From an optimization exercise on the open Yosys and OpenROAD flow, aimed at small area; shortcuts taken in it are not production practice. The RTL was checked by simulation tests, not by an equivalence proof against the original design. Power figures rest on the tool's default switching activity, not on a simulated workload.

## ridge_engine
module ridge_engine #(
    parameter NCMP = 8
) (
    input  wire         clk,
    input  wire         rst,             
    input  wire         beat,            
    input  wire         addend_we,
    input  wire [31:0]  addend_int,
    input  wire [39:0]  addend_frac,
    input  wire         cfg_we,
    input  wire [19:0]  cfg_jump_ns,     
    input  wire [13:0]  cfg_slew_max,    
    input  wire         corr_valid,
    input  wire         corr_dpll,       
    input  wire [63:0]  corr_val,        
    input  wire [13:0]  corr_rate,       
    input  wire         step_valid,
    input  wire         step_use_req,
    input  wire [63:0]  step_val,        
    input  wire         cmp_we,
    input  wire [2:0]   cmp_sel,
    input  wire         cmp_wr_en,
    input  wire         cmp_wr_periodic,
    input  wire         cmp_wr_late_act,
    input  wire [63:0]  cmp_wr_tgt,
    input  wire [63:0]  cmp_wr_per,
    output reg  [63:0]  count,
    output wire [63:0]  slew_rem,        
    output reg          slewing,
    output reg          step_needed,
    output reg  [63:0]  req_step,
    output reg          corr_ack,
    output reg          corr_nak,
    output reg          step_nak,
    output reg          step_done,
    output reg  [63:0]  step_amount,
    output reg          cfg_err,
    output wire [NCMP-1:0] cmp_en,
    output wire [NCMP-1:0] cmp_fire,
    output wire [NCMP-1:0] cmp_late
);
Size in the first run: about 11000 cells after synthesis, ~1800 flip-flops, roughly 0.12 sq mm of cells after synthesis.
export LEC_CHECK = 0
export CAP_MARGIN = 20
export CORE_MARGIN = 2
export CORE_UTILIZATION = 55
export SLEW_MARGIN = 20
create_clock -name core_clock -period 30.0 [get_ports {clk}]
run.sh (not shown) runs the stock make flow with config.mk's settings and CLKGATE_MAP_FILE= SYNTH_SCRIPT=/design/flow/synth_recipe.tcl, a recipe that flattens the netlist after the stock synthesis.
The baseline ran to the end with no violations.
Next try:
==> flow/flow/run.sh (new file) <==
#!/bin/bash
# Own flow: the standard layout (standard.sh) with these changes:
#  - synthesis is the standard flow's synth_recipe.tcl and ORFS's synth.tcl unchanged except
#    that (a) only full adders are extracted as adder cells (half adders are
#    left to ABC as plain gates) and (b) ABC maps the logic with
#    flow/abc_area_map.script (area recovery under the delay target instead of
#    near-minimum-delay mapping). Registers, their names and cell types are
#    those of the standard synthesis;
#  - the port buffers that placement inserts on every input and output use the
#    smallest buffer cell.
# Each tool's full output is in orfs_make.log and the ORFS logs under orfs/logs.
set -euo pipefail
HERE="$PWD"
sed -e "s#^source \$::env(SCRIPTS_DIR)/synth_preamble.tcl\$#&\nset abc_args [lreplace \$abc_args 1 1 $HERE/flow/abc_area_map.script]#" \
    -e "s#^  extract_fa {\*}\[dont_use_extract_fa_args\]\$#  extract_fa -fa {*}[dont_use_extract_fa_args]#" \
    "$FLOW_HOME/scripts/synth.tcl" > "$HERE/flow_synth_core.tcl"
grep -q "abc_area_map.script" "$HERE/flow_synth_core.tcl"
grep -q "^  extract_fa -fa " "$HERE/flow_synth_core.tcl"
sed "s#^source \$::env(SCRIPTS_DIR)/synth.tcl\$#source $HERE/flow_synth_core.tcl#" \
    "$HERE/synth_recipe.tcl" > "$HERE/flow_synth.tcl"
grep -q "flow_synth_core.tcl" "$HERE/flow_synth.tcl"
bash standard.sh finish "SYNTH_SCRIPT=$HERE/flow_synth.tcl" \
    "BUFFER_PORTS_ARGS=-buffer_cell sky130_fd_sc_hd__buf_1" > orfs_make.log 2>&1
==> flow/flow/abc_area_map.script (new file) <==
strash
dch
map -D 20000
topo
stime -c
buffer -c
upsize -c
dnsize -c
==> flow/standard.sh (new file) <==
#!/bin/bash
# synth_recipe.tcl (not shown) runs the flow's synth.tcl, then flattens the netlist and writes it again
# the make line also repeats each setting of config.mk as NAME=value (left out here)
make -C /OpenROAD-flow-scripts/flow DESIGN_CONFIG=/design/flow/config.mk WORK_HOME=/design/flow/orfs CLKGATE_MAP_FILE= SYNTH_SCRIPT=/design/flow/synth_recipe.tcl "${@:-finish}"
- ABC_AREA: not set -> 1
- CORE_UTILIZATION: 55 -> 62
- CTS_BUF_LIST: not set -> sky130_fd_sc_hd__clkbuf_8
- CTS_CLUSTER_DIAMETER: not set -> 60
- CTS_CLUSTER_SIZE: not set -> 14
removed: flow/run.sh
Worst hold slack degrades by 21 ps.
Sequential power stays flat.
Cell area falls by 12%.
Synthesized cell count rises by 5.4%.
Cell count stays the same.
Worst setup slack degrades by 110 ps.
Clock skew falls by 17 ps.
Next try:
==> flow/flow/run.sh (replaced) <==
#!/bin/bash
# Own flow: the standard layout (standard.sh) with two changes:
#  - synthesis is the standard flow's synth_recipe.tcl and ORFS's synth.tcl unchanged except
#    that ABC maps the logic with flow/abc_area_map.script (area recovery under
#    the delay target instead of near-minimum-delay mapping); registers and
#    their names and cell types are those of the standard synthesis;
#  - the port buffers that placement inserts on every input and output use the
#    smallest buffer cell.
# Each tool's full output is in orfs_make.log and the ORFS logs under orfs/logs.
set -euo pipefail
HERE="$PWD"
sed "s#^source \$::env(SCRIPTS_DIR)/synth_preamble.tcl\$#&\nset abc_args [lreplace \$abc_args 1 1 $HERE/flow/abc_area_map.script]#" \
    "$FLOW_HOME/scripts/synth.tcl" > "$HERE/flow_synth_core.tcl"
grep -q "abc_area_map.script" "$HERE/flow_synth_core.tcl"
sed "s#^source \$::env(SCRIPTS_DIR)/synth.tcl\$#source $HERE/flow_synth_core.tcl#" \
    "$HERE/synth_recipe.tcl" > "$HERE/flow_synth.tcl"
grep -q "flow_synth_core.tcl" "$HERE/flow_synth.tcl"
bash standard.sh finish "SYNTH_SCRIPT=$HERE/flow_synth.tcl" \
    "BUFFER_PORTS_ARGS=-buffer_cell sky130_fd_sc_hd__buf_1" > orfs_make.log 2>&1
- CORE_UTILIZATION: 62 -> 55
Hold slack degrades by 6.0 ps.
Synthesized area went up by about 1.3%.
Via count decreases by 8.5%.
Count of clock-buffer cells in the layout went up by 2.
Routed wire length went down by about 0.9%.
Core utilization decreases by 7.7 points.
Fmax rises by 0.48%.
Combinational power increases by about 10%.
Die area came out higher by 14%.
Global-route usage drops by 4.9 points.
Next try:
==> flow/flow/run.sh (replaced) <==
#!/bin/bash
# Own flow: the standard layout (standard.sh) with these changes:
#  - synthesis is the standard flow's synth_recipe.tcl and ORFS's synth.tcl unchanged except
#    that (a) only full adders are extracted as adder cells (half adders are
#    left to ABC as plain gates) and (b) ABC maps the logic with
#    flow/abc_area_map.script (area recovery under the delay target instead of
#    near-minimum-delay mapping). Registers, their names and cell types are
#    those of the standard synthesis;
#  - the port buffers that placement inserts on every input and output use the
#    smallest buffer cell.
# Each tool's full output is in orfs_make.log and the ORFS logs under orfs/logs.
set -euo pipefail
HERE="$PWD"
sed -e "s#^source \$::env(SCRIPTS_DIR)/synth_preamble.tcl\$#&\nset abc_args [lreplace \$abc_args 1 1 $HERE/flow/abc_area_map.script]#" \
    -e "s#^  extract_fa {\*}\[dont_use_extract_fa_args\]\$#  extract_fa -fa {*}[dont_use_extract_fa_args]#" \
    "$FLOW_HOME/scripts/synth.tcl" > "$HERE/flow_synth_core.tcl"
grep -q "abc_area_map.script" "$HERE/flow_synth_core.tcl"
grep -q "^  extract_fa -fa " "$HERE/flow_synth_core.tcl"
sed "s#^source \$::env(SCRIPTS_DIR)/synth.tcl\$#source $HERE/flow_synth_core.tcl#" \
    "$HERE/synth_recipe.tcl" > "$HERE/flow_synth.tcl"
grep -q "flow_synth_core.tcl" "$HERE/flow_synth.tcl"
bash standard.sh finish "SYNTH_SCRIPT=$HERE/flow_synth.tcl" \
    "BUFFER_PORTS_ARGS=-buffer_cell sky130_fd_sc_hd__buf_1" > orfs_make.log 2>&1
- CORE_UTILIZATION: 55 -> 65
Outcome: Synthesized area fell slightly. Clock power fell by roughly a tenth. Clock skew fell by 9.4 ps. Final cell count rose by a few percent. Hold slack is about the same. Die area fell by about a fifth. Utilization rose by 10 points. Synthesized cell count rose by roughly a tenth. Wire length rose by a few percent.
Next try:
==> flow/run.sh (new file) <==
#!/bin/bash
# synth_recipe.tcl (not shown) runs the flow's synth.tcl, then flattens the netlist and writes it again
# the make line also repeats each setting of config.mk as NAME=value (left out here)
make -C /OpenROAD-flow-scripts/flow DESIGN_CONFIG=/design/flow/config.mk WORK_HOME=/design/flow/orfs CLKGATE_MAP_FILE= SYNTH_SCRIPT=/design/flow/synth_recipe.tcl finish
- ABC_AREA: 1 -> not set
- CORE_UTILIZATION: 65 -> 30
- CTS_BUF_LIST: sky130_fd_sc_hd__clkbuf_8 -> not set
- CTS_CLUSTER_DIAMETER: 60 -> not set
- CTS_CLUSTER_SIZE: 14 -> not set
removed: flow/flow/run.sh
removed: flow/flow/abc_area_map.script
removed: flow/standard.sh
Effect: First-iteration DRC count goes down by 33%; sequential power stays flat; utilization goes down by 34 points; cell count goes up by 18%; synthesized area goes up by 6.9%; register-to-register slack gains 70 ps; final area goes up by 17%; routed wire length goes up by 15%; count of clock-buffer cells in the layout goes up by 121.

---

== run 1 ==
Starting RTL as in the previous note.
==> flow/design.v (excerpt) <==
module ridge_engine #(
    parameter NCMP = 8
) (
    input  wire         clk,
    input  wire         rst,             
    input  wire         beat,            
    input  wire         addend_we,
    input  wire [31:0]  addend_int,
    input  wire [39:0]  addend_frac,
    input  wire         cfg_we,
    input  wire [19:0]  cfg_jump_ns,     
    input  wire [13:0]  cfg_slew_max,    
    input  wire         corr_valid,
    input  wire         corr_dpll,       
    input  wire [63:0]  corr_val,        
    input  wire [13:0]  corr_rate,       
    input  wire         step_valid,
    input  wire         step_use_req,
    input  wire [63:0]  step_val,        
    input  wire         cmp_we,
    input  wire [2:0]   cmp_sel,
    input  wire         cmp_wr_en,
    input  wire         cmp_wr_periodic,
    input  wire         cmp_wr_late_act,
    input  wire [63:0]  cmp_wr_tgt,
    input  wire [63:0]  cmp_wr_per,
    output reg  [63:0]  count,
    output wire [63:0]  slew_rem,        
    output reg          slewing,
    output reg          step_needed,
    output reg  [63:0]  req_step,
    output reg          corr_ack,
    output reg          corr_nak,
    output reg          step_nak,
    output reg          step_done,
    output reg  [63:0]  step_amount,
    output reg          cfg_err,
    output wire [NCMP-1:0] cmp_en,
    output wire [NCMP-1:0] cmp_fire,
    output wire [NCMP-1:0] cmp_late
);
clock: 30.0 ns
lec_check: 0
abc_area: 1
cap_margin: 20
core_margin: 2
core_utilization: 55
cts_buf_list: sky130_fd_sc_hd__clkbuf_4 sky130_fd_sc_hd__clkbuf_8
cts_cluster_diameter: 50
cts_cluster_size: 12
slew_margin: 20
standard.sh (not shown) runs the stock make flow with config.mk's settings and CLKGATE_MAP_FILE= SYNTH_SCRIPT=/design/flow/synth_recipe.tcl, a recipe that flattens the netlist after the stock synthesis.
==> flow/flow/run.sh <==
#!/bin/bash
# Own flow: the standard layout (standard.sh, unchanged synthesis and
# steps), with the port buffers that placement inserts on every input and
# output made from the smallest buffer cell instead of the default one.
set -euo pipefail
bash standard.sh finish "BUFFER_PORTS_ARGS=-buffer_cell sky130_fd_sc_hd__buf_1" > orfs_make.log 2>&1
Run 1 ended with every stage complete and zero timing, DRC or antenna violations.
Here is what was changed in the inputs of run 2 compared with run 1.
==> flow/flow/run.sh <==
#!/bin/bash
# Own flow: the standard layout (standard.sh) with these changes:
#  - synthesis is the standard flow's synth_recipe.tcl and ORFS's synth.tcl unchanged except
#    that (a) only full adders are extracted as adder cells (half adders are
#    left to ABC as plain gates) and (b) ABC maps the logic with
#    flow/abc_area_map.script (area recovery under the delay target instead of
#    near-minimum-delay mapping). Registers, their names and cell types are
#    those of the standard synthesis;
#  - the port buffers that placement inserts on every input and output use the
#    smallest buffer cell.
# Each tool's full output is in orfs_make.log and the ORFS logs under orfs/logs.
set -euo pipefail
HERE="$PWD"
sed -e "s#^source \$::env(SCRIPTS_DIR)/synth_preamble.tcl\$#&\nset abc_args [lreplace \$abc_args 1 1 $HERE/flow/abc_area_map.script]#" \
    -e "s#^  extract_fa {\*}\[dont_use_extract_fa_args\]\$#  extract_fa -fa {*}[dont_use_extract_fa_args]#" \
    "$FLOW_HOME/scripts/synth.tcl" > "$HERE/flow_synth_core.tcl"
grep -q "abc_area_map.script" "$HERE/flow_synth_core.tcl"
grep -q "^  extract_fa -fa " "$HERE/flow_synth_core.tcl"
sed "s#^source \$::env(SCRIPTS_DIR)/synth.tcl\$#source $HERE/flow_synth_core.tcl#" \
    "$HERE/synth_recipe.tcl" > "$HERE/flow_synth.tcl"
grep -q "flow_synth_core.tcl" "$HERE/flow_synth.tcl"
bash standard.sh finish "SYNTH_SCRIPT=$HERE/flow_synth.tcl" \
    "BUFFER_PORTS_ARGS=-buffer_cell sky130_fd_sc_hd__buf_1" > orfs_make.log 2>&1
==> flow/flow/abc_area_map.script (new file) <==
strash
dch
map -D 20000
topo
stime -c
buffer -c
upsize -c
dnsize -c
diff --git a/flow/config.mk b/flow/config.mk
--- a/flow/config.mk
+++ b/flow/config.mk
@@ -11,5 +11,5 @@
 export CORE_UTILIZATION = 55
-export CTS_BUF_LIST = sky130_fd_sc_hd__clkbuf_4 sky130_fd_sc_hd__clkbuf_8
-export CTS_CLUSTER_DIAMETER = 50
-export CTS_CLUSTER_SIZE = 12
+export CTS_BUF_LIST = sky130_fd_sc_hd__clkbuf_16
+export CTS_CLUSTER_DIAMETER = 80
+export CTS_CLUSTER_SIZE = 24
 export SLEW_MARGIN = 20
Findings:
Run 2 reached the final stage; the timing, DRC and antenna checks on its layout passed. Area of the die on run 2 is ahead of run 1. The run showing the greater fraction of power consumed by combinational cells is run 1. Sort run 2 and run 1 by clock power share, ascending, and run 1 comes first. Going from run 1 to run 2, inverter count now sits lower, count of final hold-check violations did not really move, wire length level. Cmp run 2 and run 1 / total nets after synthesis / lower: run 2. Run 2 vs run 1: post-detailed-route via-to-cell ratio up by a few percent.
Relative to run 2, the following input files were edited for run 3:
diff --git a/flow/config.mk b/flow/config.mk
--- a/flow/config.mk
+++ b/flow/config.mk
@@ -10,6 +10,6 @@
 export CORE_MARGIN = 2
-export CORE_UTILIZATION = 55
-export CTS_BUF_LIST = sky130_fd_sc_hd__clkbuf_16
-export CTS_CLUSTER_DIAMETER = 80
-export CTS_CLUSTER_SIZE = 24
+export CORE_UTILIZATION = 68
+export CTS_BUF_LIST = sky130_fd_sc_hd__clkbuf_8
+export CTS_CLUSTER_DIAMETER = 60
+export CTS_CLUSTER_SIZE = 14
 export SLEW_MARGIN = 20
## What came out
In run 3 the implementation completed, yet the final layout does not meet the checks, the culprit being max-slew violations. The higher worst path required time came out of run 3. Run 3: count of pins over their slew limit is 33 higher than what run 2 reported. Run 3 ended with more number of buffers inserted to repair setup after CTS than run 2. From run 2 to run 3 the numbers moved as follows: sequential fraction of design power shows an increase of 1.5 points; detailed-placement wirelength estimate shows a reduction of about 4%; proportion of power drawn by the clock network shows a reduction of 3.1 points; number of hold violations in the final report shows no meaningful change.
Inputs modified between run 3 and run 4:
==> flow/run.sh (new file) <==
#!/bin/bash
# synth_recipe.tcl (not shown) runs the flow's synth.tcl, then flattens the netlist and writes it again
# the make line also repeats each setting of config.mk as NAME=value (left out here)
make -C /OpenROAD-flow-scripts/flow DESIGN_CONFIG=/design/flow/config.mk WORK_HOME=/design/flow/orfs CLKGATE_MAP_FILE= SYNTH_SCRIPT=/design/flow/synth_recipe.tcl finish
diff --git a/flow/config.mk b/flow/config.mk
--- a/flow/config.mk
+++ b/flow/config.mk
@@ -10,6 +10,6 @@
 export CORE_MARGIN = 2
-export CORE_UTILIZATION = 68
+export CORE_UTILIZATION = 60
 export CTS_BUF_LIST = sky130_fd_sc_hd__clkbuf_8
 export CTS_CLUSTER_DIAMETER = 60
-export CTS_CLUSTER_SIZE = 14
+export CTS_CLUSTER_SIZE = 16
 export SLEW_MARGIN = 20
removed: flow/flow/run.sh
removed: flow/flow/abc_area_map.script
removed: flow/standard.sh
Findings:
Run 4 finished end to end and its layout was clean on timing, DRC and antenna. Re average cell area after synthesis: run 4 is 2.9% up on run 3. Looking at number of signal-net inverters in the final layout, run 4 sits 206 above run 3. Run 4 has power share of the combinational group above what run 3 had. From run 3 to run 4 the numbers moved as follows: synthesis-to-finish area growth moved up, number of levels in the clock H-tree barely changed, final cell count without fillers moved up. Diff run 3 and run 4: final core area utilization lower in run 4. Run 4 vs run 3: number of global-route vias before repair down by a few percent. [diff] total leakage power, run 4 relative to run 3: regression. Going from run 3 to run 4, the cell area was found to have gone up by 8.4%. Diff run 3 -> run 4 | total combinational power | increase of about 30%.

-- separate check: timing with driven ports --
The flow's constraints put no driver on any port. The routed layouts listed below were extracted and timed again, unchanged, in two steps.
Step 1 (the two cells are an assumption about what drives the block):
set clk [get_ports {clk}]
set_driving_cell -lib_cell sky130_fd_sc_hd__clkbuf_16 $clk
set_driving_cell -lib_cell sky130_fd_sc_hd__buf_2 [delete_from_list [all_inputs] $clk]
Step 2 moves the port delays by t, midway between the first and last clock arrival at a register: inputs arrive t later, outputs are due t later. That takes back most of the time a late clock gives input paths.
Three values: ideal, step 1, step 2; two values: the first two.
run | t (ns) | slack for setup (ns) | cell pins on the clock port's net
the first run of note 1 | 0.941 | 0.858 / 0.858 / 0.858 | 1
the second run of note 1 | 1.085 | 0.744 / 0.744 / 0.744 | 1
the third run of note 1 | 1.064 | 0.885 / 0.885 / 0.885 | 1
the fourth run of note 1 | 1.088 | 0.837 / 0.837 / 0.837 | 1
the fifth run of note 1 | 0.998 | 0.908 / 0.908 / 0.908 | 1
run 1 | 1.107 | 0.809 / 0.809 / 0.809 | 1
run 2 | 0.893 | 0.870 / 0.870 / 0.870 | 1
run 3 | 1.030 | 0.677 / 0.677 / 0.677 | 1
run 4 | 1.057 | 0.737 / 0.737 / 0.737 | 1
